From an optimization exercise on the open Yosys and OpenROAD flow, aimed at small area and a short achievable clock period; shortcuts taken in it are not production practice. Function was checked by simulation only, so behaviour that the tests miss may differ from the original. No activity file was given, so power comes from the tool's default toggle rates.

==> inputs of yarrow <==
// tscalar_exec
module tscalar_exec (
    input  wire        clk,
    input  wire        rst,          
    input  wire        in_valid,
    input  wire [39:0] instr,        
    input  wire [31:0] rs_val,
    input  wire [31:0] rt_val,
    output reg         out_valid,
    output reg         out_we,       
    output reg  [4:0]  out_rd,
    output wire [31:0] out_wdata,
    output reg         out_we2,      
    output wire [31:0] out_wdata2,
    output reg         out_sat,      
    output reg         out_ill       
);
clock: 10.5 ns
lec_check: 0
abc_area: 1
cap_margin: 20
core_margin: 2
core_utilization: 50
cts_cluster_diameter: 30
cts_cluster_size: 8
place_density: 0.65
setup_slack_margin: 5
slew_margin: 20
synth_hierarchical: 1
standard.sh (not shown) runs the stock make flow with config.mk's settings and CLKGATE_MAP_FILE= SYNTH_SCRIPT=/design/flow/synth_recipe.tcl, a recipe that flattens the netlist after the stock synthesis.
==> flow/flow/run.sh <==
#!/bin/bash
# The standard layout, except that the port buffers that placement adds are
# plain buf_1 cells (the resizer upsizes them where timing needs it) rather
# than the delay cells buffer_ports picks on its own.
set -euo pipefail
bash standard.sh "BUFFER_PORTS_ARGS=-buffer_cell sky130_fd_sc_hd__buf_1" finish > standard_flow.log 2>&1
==> xenon: changes against yarrow <==
--- a/flow/design.v
+++ b/flow/design.v
@@ -200,53 +200,38 @@
         ({32{(d_min | d_max) & ~sel_b}} & rs_val) |
         ({32{d_exp}} & {24'd0, rs_val[30:23]}) |
         ({32{d_shl}} & rev32(rs_val)) |
         ({32{d_and | d_andi}} & (rs_val & lg_b)) |
         ({32{d_or | d_ori}} & (rs_val | lg_b)) |
         ({32{d_xor | d_xori}} & (rs_val ^ lg_b)) |
         ({32{~(d_slt | d_sltu | d_min | d_max | d_exp | d_lui | d_shl | lg_op)}} & rs_val);
-    wire [32:0] bo_b = {rt_val, 1'b0};
-    wire [31:0] bo_code;
-    wire [15:0] op_neg;
-    genvar gi;
-    generate
-        for (gi = 0; gi < 16; gi = gi + 1) begin : g_booth
-            assign bo_code[2 * gi]     = bo_b[2 * gi + 1] ^ bo_b[2 * gi];
-            assign bo_code[2 * gi + 1] = (bo_b[2 * gi + 2] & ~bo_b[2 * gi + 1] & ~bo_b[2 * gi]) |
-                                         (~bo_b[2 * gi + 2] & bo_b[2 * gi + 1] & bo_b[2 * gi]);
-            assign op_neg[gi]          = bo_b[2 * gi + 2];
-        end
-    endgenerate
     wire [31:0] op_b =
-        ({32{d_mul | d_mulh}} & bo_code) |
-        ({32{fmt_rr & ~(d_mul | d_mulh | d_sub | d_slt | d_sltu | d_min | d_max | d_exp | d_norm |
+        ({32{fmt_rr & ~(d_sub | d_slt | d_sltu | d_min | d_max | d_exp | d_norm |
                         d_and | d_or | d_xor | d_srl | d_sra)}} & rt_val) |
         ({32{d_srl | d_sra}} & {20'd0, 5'd31, 2'd0, rt_val[4:0]}) |
         ({32{d_srli | d_srai}} & {20'd0, 5'd31, 2'd0, imm[4:0]}) |
         ({32{d_sub}} & ~rt_val) |
         ({32{d_addi}} & {{15{imm[16]}}, imm}) |
         ({32{d_slli | d_sats}} & {15'd0, imm}) |
         ({32{d_exp}} & 32'hFFFFFF81) |
         ({32{d_lui}} & {imm[14:0], 17'd0}) |
         ({32{d_norm}} & {27'd0, cls});
     reg        r_valid;
     reg [31:0] r_a, r_b;
-    reg [15:0] r_neg;
     reg [4:0]  r_rd;
     reg        r_we, r_we2, r_ill, r_sat;
     reg        r_kadd, r_cin, r_kshl, r_ksats,
                r_fill, r_inc, r_kmul, r_kmulh;
     always @(posedge clk) begin
         if (rst)
             r_valid <= 1'b0;
         else
             r_valid <= in_valid;
         r_a     <= op_a;
         r_b     <= op_b;
-        r_neg   <= op_neg;
         r_rd    <= i_rd;
         r_we    <= mine & ~ill;
         r_we2   <= d_norm & ~ill;
         r_ill   <= mine & ill;
         r_sat   <= d_sats & ~ill;
         r_kadd  <= d_add | d_sub | d_addi | d_slt | d_sltu | d_min | d_max | d_exp | d_lui | lg_op;
         r_cin   <= d_sub;
@@ -257,42 +242,35 @@
         r_kmul  <= d_mul;
         r_kmulh <= d_mulh;
     end
     wire [32:0] sh_x = {r_fill & r_a[31], r_a};
     wire [32:0] sh_y = $signed(sh_x) >>> r_b[4:0];
     wire [31:0] y    = sh_y[31:0];
     wire [4:0]  wm1 = r_b[11:7];
-    wire [32*6-1:0] ip;
-    assign ip[31:0] = y;
-    genvar gl;
-    generate
-        for (gl = 0; gl < 5; gl = gl + 1) begin : g_inc
-            for (gi = 0; gi < 32; gi = gi + 1) begin : g_bit
-                if ((gi >> gl) & 1)
-                    assign ip[32 * (gl + 1) + gi] = ip[32 * gl + gi] & ip[32 * gl + ((gi >> gl) << gl) - 1];
-                else
-                    assign ip[32 * (gl + 1) + gi] = ip[32 * gl + gi];
-            end
-        end
-    endgenerate
-    wire [31:0] qr   = y ^ ({ip[32 * 5 + 30:32 * 5], 1'b1} & {32{r_inc}});
     wire [31:0] wmsk = 32'hFFFFFFFF << wm1;                
-    wire        all1 = &(qr | ~wmsk);
-    wire        all0 = ~|(qr & wmsk);
-    wire        satv = ~(all1 | all0);
-    wire [31:0] sres = satv ? (qr[31] ? wmsk : ~wmsk) : qr;
+    wire [31:0] wms2 = {wmsk[30:0], 1'b0};                 
+    wire        hi0  = ~|(y & wmsk);
+    wire        hi1  = &(y | ~wmsk);
+    wire        hi1a = &(y | ~wms2);
+    wire        lo1  = &(y | wmsk);
+    wire        cw   = r_inc & lo1;
+    wire        satv = y[31] ? (cw ? ~hi1a : ~hi1) : (~hi0 | cw);
+    wire [31:0] sres = satv ? (y[31] ? wmsk : ~wmsk) : y;
     wire [31:0] m_a = r_a;
+    wire [32:0] bo_b = {r_b, 1'b0};
     wire [15:0] bo_one, bo_two, bo_neg;
+    genvar gi;
     generate
-        for (gi = 0; gi < 16; gi = gi + 1) begin : g_bdig
-            assign bo_one[gi] = r_b[2 * gi];
-            assign bo_two[gi] = r_b[2 * gi + 1];
+        for (gi = 0; gi < 16; gi = gi + 1) begin : g_booth
+            assign bo_one[gi] = bo_b[2 * gi + 1] ^ bo_b[2 * gi];
+            assign bo_two[gi] = (bo_b[2 * gi + 2] & ~bo_b[2 * gi + 1] & ~bo_b[2 * gi]) |
+                                (~bo_b[2 * gi + 2] & bo_b[2 * gi + 1] & bo_b[2 * gi]);
+            assign bo_neg[gi] = bo_b[2 * gi + 2];
         end
     endgenerate
-    assign bo_neg = r_neg;
     wire pp0_0 = ((m_a[0] & bo_one[0]) | (1'b0 & bo_two[0])) ^ bo_neg[0];
     wire pp0_1 = ((m_a[1] & bo_one[0]) | (m_a[0] & bo_two[0])) ^ bo_neg[0];
     wire pp0_2 = ((m_a[2] & bo_one[0]) | (m_a[1] & bo_two[0])) ^ bo_neg[0];
     wire pp0_3 = ((m_a[3] & bo_one[0]) | (m_a[2] & bo_two[0])) ^ bo_neg[0];
     wire pp0_4 = ((m_a[4] & bo_one[0]) | (m_a[3] & bo_two[0])) ^ bo_neg[0];
     wire pp0_5 = ((m_a[5] & bo_one[0]) | (m_a[4] & bo_two[0])) ^ bo_neg[0];
     wire pp0_6 = ((m_a[6] & bo_one[0]) | (m_a[5] & bo_two[0])) ^ bo_neg[0];
@@ -1843,15 +1821,15 @@
         res_s_e |
         ({32{r_kmul}}  & m_s[31:0]) |
         ({32{r_kmulh}} & m_s[63:32]);
     wire [31:0] res_c =
         ({32{r_kadd}}  & r_b) |
         ({32{r_kmul}}  & m_c[31:0]) |
         ({32{r_kmulh}} & m_c[63:32]);
-    wire [3:0]  res_g  = ({4{r_kmulh}} & m_lo_g) | {r_cin, 3'd0};
+    wire [3:0]  res_g  = ({4{r_kmulh}} & m_lo_g) | {r_cin | (r_ksats & r_inc & ~satv), 3'd0};
     wire [3:0]  res_p  = m_lo_p;
     reg [31:0] o_s, o_c;
     reg [3:0]  o_g, o_p;
     reg [4:0]  o_w2;
     always @(posedge clk) begin
         if (rst)
             out_valid <= 1'b0;
==> maple: changes against yarrow <==
==> flow/run.sh (new file) <==
#!/bin/bash
# synth_recipe.tcl (not shown) runs the flow's synth.tcl, then flattens the netlist and writes it again
# the make line also repeats each setting of config.mk as NAME=value (left out here)
make -C /OpenROAD-flow-scripts/flow DESIGN_CONFIG=/design/flow/config.mk WORK_HOME=/design/flow/orfs CLKGATE_MAP_FILE= SYNTH_SCRIPT=/design/flow/synth_recipe.tcl finish
Settings changed: CAP_MARGIN 20 to 5, SLEW_MARGIN 20 to 5.
removed: flow/flow/run.sh
removed: flow/standard.sh
==> garnet: changes against yarrow <==
--- a/flow/design.v
+++ b/flow/design.v
@@ -200,53 +200,38 @@
         ({32{(d_min | d_max) & ~sel_b}} & rs_val) |
         ({32{d_exp}} & {24'd0, rs_val[30:23]}) |
         ({32{d_shl}} & rev32(rs_val)) |
         ({32{d_and | d_andi}} & (rs_val & lg_b)) |
         ({32{d_or | d_ori}} & (rs_val | lg_b)) |
         ({32{d_xor | d_xori}} & (rs_val ^ lg_b)) |
         ({32{~(d_slt | d_sltu | d_min | d_max | d_exp | d_lui | d_shl | lg_op)}} & rs_val);
-    wire [32:0] bo_b = {rt_val, 1'b0};
-    wire [31:0] bo_code;
-    wire [15:0] op_neg;
-    genvar gi;
-    generate
-        for (gi = 0; gi < 16; gi = gi + 1) begin : g_booth
-            assign bo_code[2 * gi]     = bo_b[2 * gi + 1] ^ bo_b[2 * gi];
-            assign bo_code[2 * gi + 1] = (bo_b[2 * gi + 2] & ~bo_b[2 * gi + 1] & ~bo_b[2 * gi]) |
-                                         (~bo_b[2 * gi + 2] & bo_b[2 * gi + 1] & bo_b[2 * gi]);
-            assign op_neg[gi]          = bo_b[2 * gi + 2];
-        end
-    endgenerate
     wire [31:0] op_b =
-        ({32{d_mul | d_mulh}} & bo_code) |
-        ({32{fmt_rr & ~(d_mul | d_mulh | d_sub | d_slt | d_sltu | d_min | d_max | d_exp | d_norm |
+        ({32{fmt_rr & ~(d_sub | d_slt | d_sltu | d_min | d_max | d_exp | d_norm |
                         d_and | d_or | d_xor | d_srl | d_sra)}} & rt_val) |
         ({32{d_srl | d_sra}} & {20'd0, 5'd31, 2'd0, rt_val[4:0]}) |
         ({32{d_srli | d_srai}} & {20'd0, 5'd31, 2'd0, imm[4:0]}) |
         ({32{d_sub}} & ~rt_val) |
         ({32{d_addi}} & {{15{imm[16]}}, imm}) |
         ({32{d_slli | d_sats}} & {15'd0, imm}) |
         ({32{d_exp}} & 32'hFFFFFF81) |
         ({32{d_lui}} & {imm[14:0], 17'd0}) |
         ({32{d_norm}} & {27'd0, cls});
     reg        r_valid;
     reg [31:0] r_a, r_b;
-    reg [15:0] r_neg;
     reg [4:0]  r_rd;
     reg        r_we, r_we2, r_ill, r_sat;
     reg        r_kadd, r_cin, r_kshl, r_ksats,
                r_fill, r_inc, r_kmul, r_kmulh;
     always @(posedge clk) begin
         if (rst)
             r_valid <= 1'b0;
         else
             r_valid <= in_valid;
         r_a     <= op_a;
         r_b     <= op_b;
-        r_neg   <= op_neg;
         r_rd    <= i_rd;
         r_we    <= mine & ~ill;
         r_we2   <= d_norm & ~ill;
         r_ill   <= mine & ill;
         r_sat   <= d_sats & ~ill;
         r_kadd  <= d_add | d_sub | d_addi | d_slt | d_sltu | d_min | d_max | d_exp | d_lui | lg_op;
         r_cin   <= d_sub;
@@ -257,42 +242,35 @@
         r_kmul  <= d_mul;
         r_kmulh <= d_mulh;
     end
     wire [32:0] sh_x = {r_fill & r_a[31], r_a};
     wire [32:0] sh_y = $signed(sh_x) >>> r_b[4:0];
     wire [31:0] y    = sh_y[31:0];
     wire [4:0]  wm1 = r_b[11:7];
-    wire [32*6-1:0] ip;
-    assign ip[31:0] = y;
-    genvar gl;
-    generate
-        for (gl = 0; gl < 5; gl = gl + 1) begin : g_inc
-            for (gi = 0; gi < 32; gi = gi + 1) begin : g_bit
-                if ((gi >> gl) & 1)
-                    assign ip[32 * (gl + 1) + gi] = ip[32 * gl + gi] & ip[32 * gl + ((gi >> gl) << gl) - 1];
-                else
-                    assign ip[32 * (gl + 1) + gi] = ip[32 * gl + gi];
-            end
-        end
-    endgenerate
-    wire [31:0] qr   = y ^ ({ip[32 * 5 + 30:32 * 5], 1'b1} & {32{r_inc}});
     wire [31:0] wmsk = 32'hFFFFFFFF << wm1;                
-    wire        all1 = &(qr | ~wmsk);
-    wire        all0 = ~|(qr & wmsk);
-    wire        satv = ~(all1 | all0);
-    wire [31:0] sres = satv ? (qr[31] ? wmsk : ~wmsk) : qr;
+    wire [31:0] wms2 = {wmsk[30:0], 1'b0};                 
+    wire        hi0  = ~|(y & wmsk);
+    wire        hi1  = &(y | ~wmsk);
+    wire        hi1a = &(y | ~wms2);
+    wire        lo1  = &(y | wmsk);
+    wire        cw   = r_inc & lo1;
+    wire        satv = y[31] ? (cw ? ~hi1a : ~hi1) : (~hi0 | cw);
+    wire [31:0] sres = satv ? (y[31] ? wmsk : ~wmsk) : y;
     wire [31:0] m_a = r_a;
+    wire [32:0] bo_b = {r_b, 1'b0};
     wire [15:0] bo_one, bo_two, bo_neg;
+    genvar gi;
     generate
-        for (gi = 0; gi < 16; gi = gi + 1) begin : g_bdig
-            assign bo_one[gi] = r_b[2 * gi];
-            assign bo_two[gi] = r_b[2 * gi + 1];
+        for (gi = 0; gi < 16; gi = gi + 1) begin : g_booth
+            assign bo_one[gi] = bo_b[2 * gi + 1] ^ bo_b[2 * gi];
+            assign bo_two[gi] = (bo_b[2 * gi + 2] & ~bo_b[2 * gi + 1] & ~bo_b[2 * gi]) |
+                                (~bo_b[2 * gi + 2] & bo_b[2 * gi + 1] & bo_b[2 * gi]);
+            assign bo_neg[gi] = bo_b[2 * gi + 2];
         end
     endgenerate
-    assign bo_neg = r_neg;
     wire pp0_0 = ((m_a[0] & bo_one[0]) | (1'b0 & bo_two[0])) ^ bo_neg[0];
     wire pp0_1 = ((m_a[1] & bo_one[0]) | (m_a[0] & bo_two[0])) ^ bo_neg[0];
     wire pp0_2 = ((m_a[2] & bo_one[0]) | (m_a[1] & bo_two[0])) ^ bo_neg[0];
     wire pp0_3 = ((m_a[3] & bo_one[0]) | (m_a[2] & bo_two[0])) ^ bo_neg[0];
     wire pp0_4 = ((m_a[4] & bo_one[0]) | (m_a[3] & bo_two[0])) ^ bo_neg[0];
     wire pp0_5 = ((m_a[5] & bo_one[0]) | (m_a[4] & bo_two[0])) ^ bo_neg[0];
     wire pp0_6 = ((m_a[6] & bo_one[0]) | (m_a[5] & bo_two[0])) ^ bo_neg[0];
@@ -1843,15 +1821,15 @@
         res_s_e |
         ({32{r_kmul}}  & m_s[31:0]) |
         ({32{r_kmulh}} & m_s[63:32]);
     wire [31:0] res_c =
         ({32{r_kadd}}  & r_b) |
         ({32{r_kmul}}  & m_c[31:0]) |
         ({32{r_kmulh}} & m_c[63:32]);
-    wire [3:0]  res_g  = ({4{r_kmulh}} & m_lo_g) | {r_cin, 3'd0};
+    wire [3:0]  res_g  = ({4{r_kmulh}} & m_lo_g) | {r_cin | (r_ksats & r_inc & ~satv), 3'd0};
     wire [3:0]  res_p  = m_lo_p;
     reg [31:0] o_s, o_c;
     reg [3:0]  o_g, o_p;
     reg [4:0]  o_w2;
     always @(posedge clk) begin
         if (rst)
             out_valid <= 1'b0;
Settings changed: GPL_ROUTABILITY_DRIVEN from default to 0.
==> qor summary <==
|  | xenon | garnet | maple | yarrow |
|---|---|---|---|---|
| Met2 Routed Length | 68500 µm | 62800 µm | 69400 µm | 70300 µm |
| Transition time at the pin with the least slew margin | 1.07 ns | 1.35 ns | 1.15 ns | 1.19 ns |
| Post-Route M1 WL | 63800 µm | 55500 µm | 61000 µm | 61400 µm |
| Overall power consumption | 5.03 mW | 5.17 mW | 8.49 mW | 8.21 mW |
| Outcome | timing/DRC/antenna clean | timing/DRC/antenna clean | timing/DRC/antenna clean | timing/DRC/antenna clean |
| Die Width | 269 µm | 269 µm | 271 µm | 271 µm |
| Setup slack after layout | 5.04 ns | 5.03 ns | 4.93 ns | 4.98 ns |
| Clock group power | 614 µW | 662 µW | 703 µW | 700 µW |
| WP depth | 15 | 11 | 14 | 17 |
| Max IR drop VDD | 0.000126 V | 0.000200 V | 0.000374 V | 0.000442 V |
| Sequential portion of the cell area | 9.16% | 9.15% | 9.63% | 9.89% |
| Standard cell area after detailed placement | 0.0361 mm² | 0.0360 mm² | 0.0376 mm² | 0.0367 mm² |
| Simple-gate share of the synthesized area | 17.6% | 17.6% | 16.0% | 16.0% |

## separate check: timing with driven ports
How much do the figures lean on ideal ports? The routed layouts below were timed once more, with nothing changed but the port constraints.
Step 1, drivers: a clkbuf_16 drives clk and a buf_2 each remaining input, both assumed.
Step 2, shift: input delay + t, output delay - t, t = (earliest + latest rising clock arrival at the registers) / 2. This alone moves slack from input paths to output paths.
a / b / c = ideal ports / drivers / drivers and shift; a / b = the first two.
run | t, ns | setup WS [ns] | pins driven straight from the clock port
yarrow | 0.577 | 4.977 / 4.977 / 4.684 | 1
xenon | 0.548 | 5.044 / 5.044 / 4.727 | 1
maple | 0.567 | 4.932 / 4.932 / 4.692 | 1
garnet | 0.514 | 5.033 / 5.033 / 4.626 | 1
After both steps setup and hold are still met in every run listed. The setup slack of garnet, which loses most, moves by 0.000 ns with the drivers and by -0.407 ns with both steps.
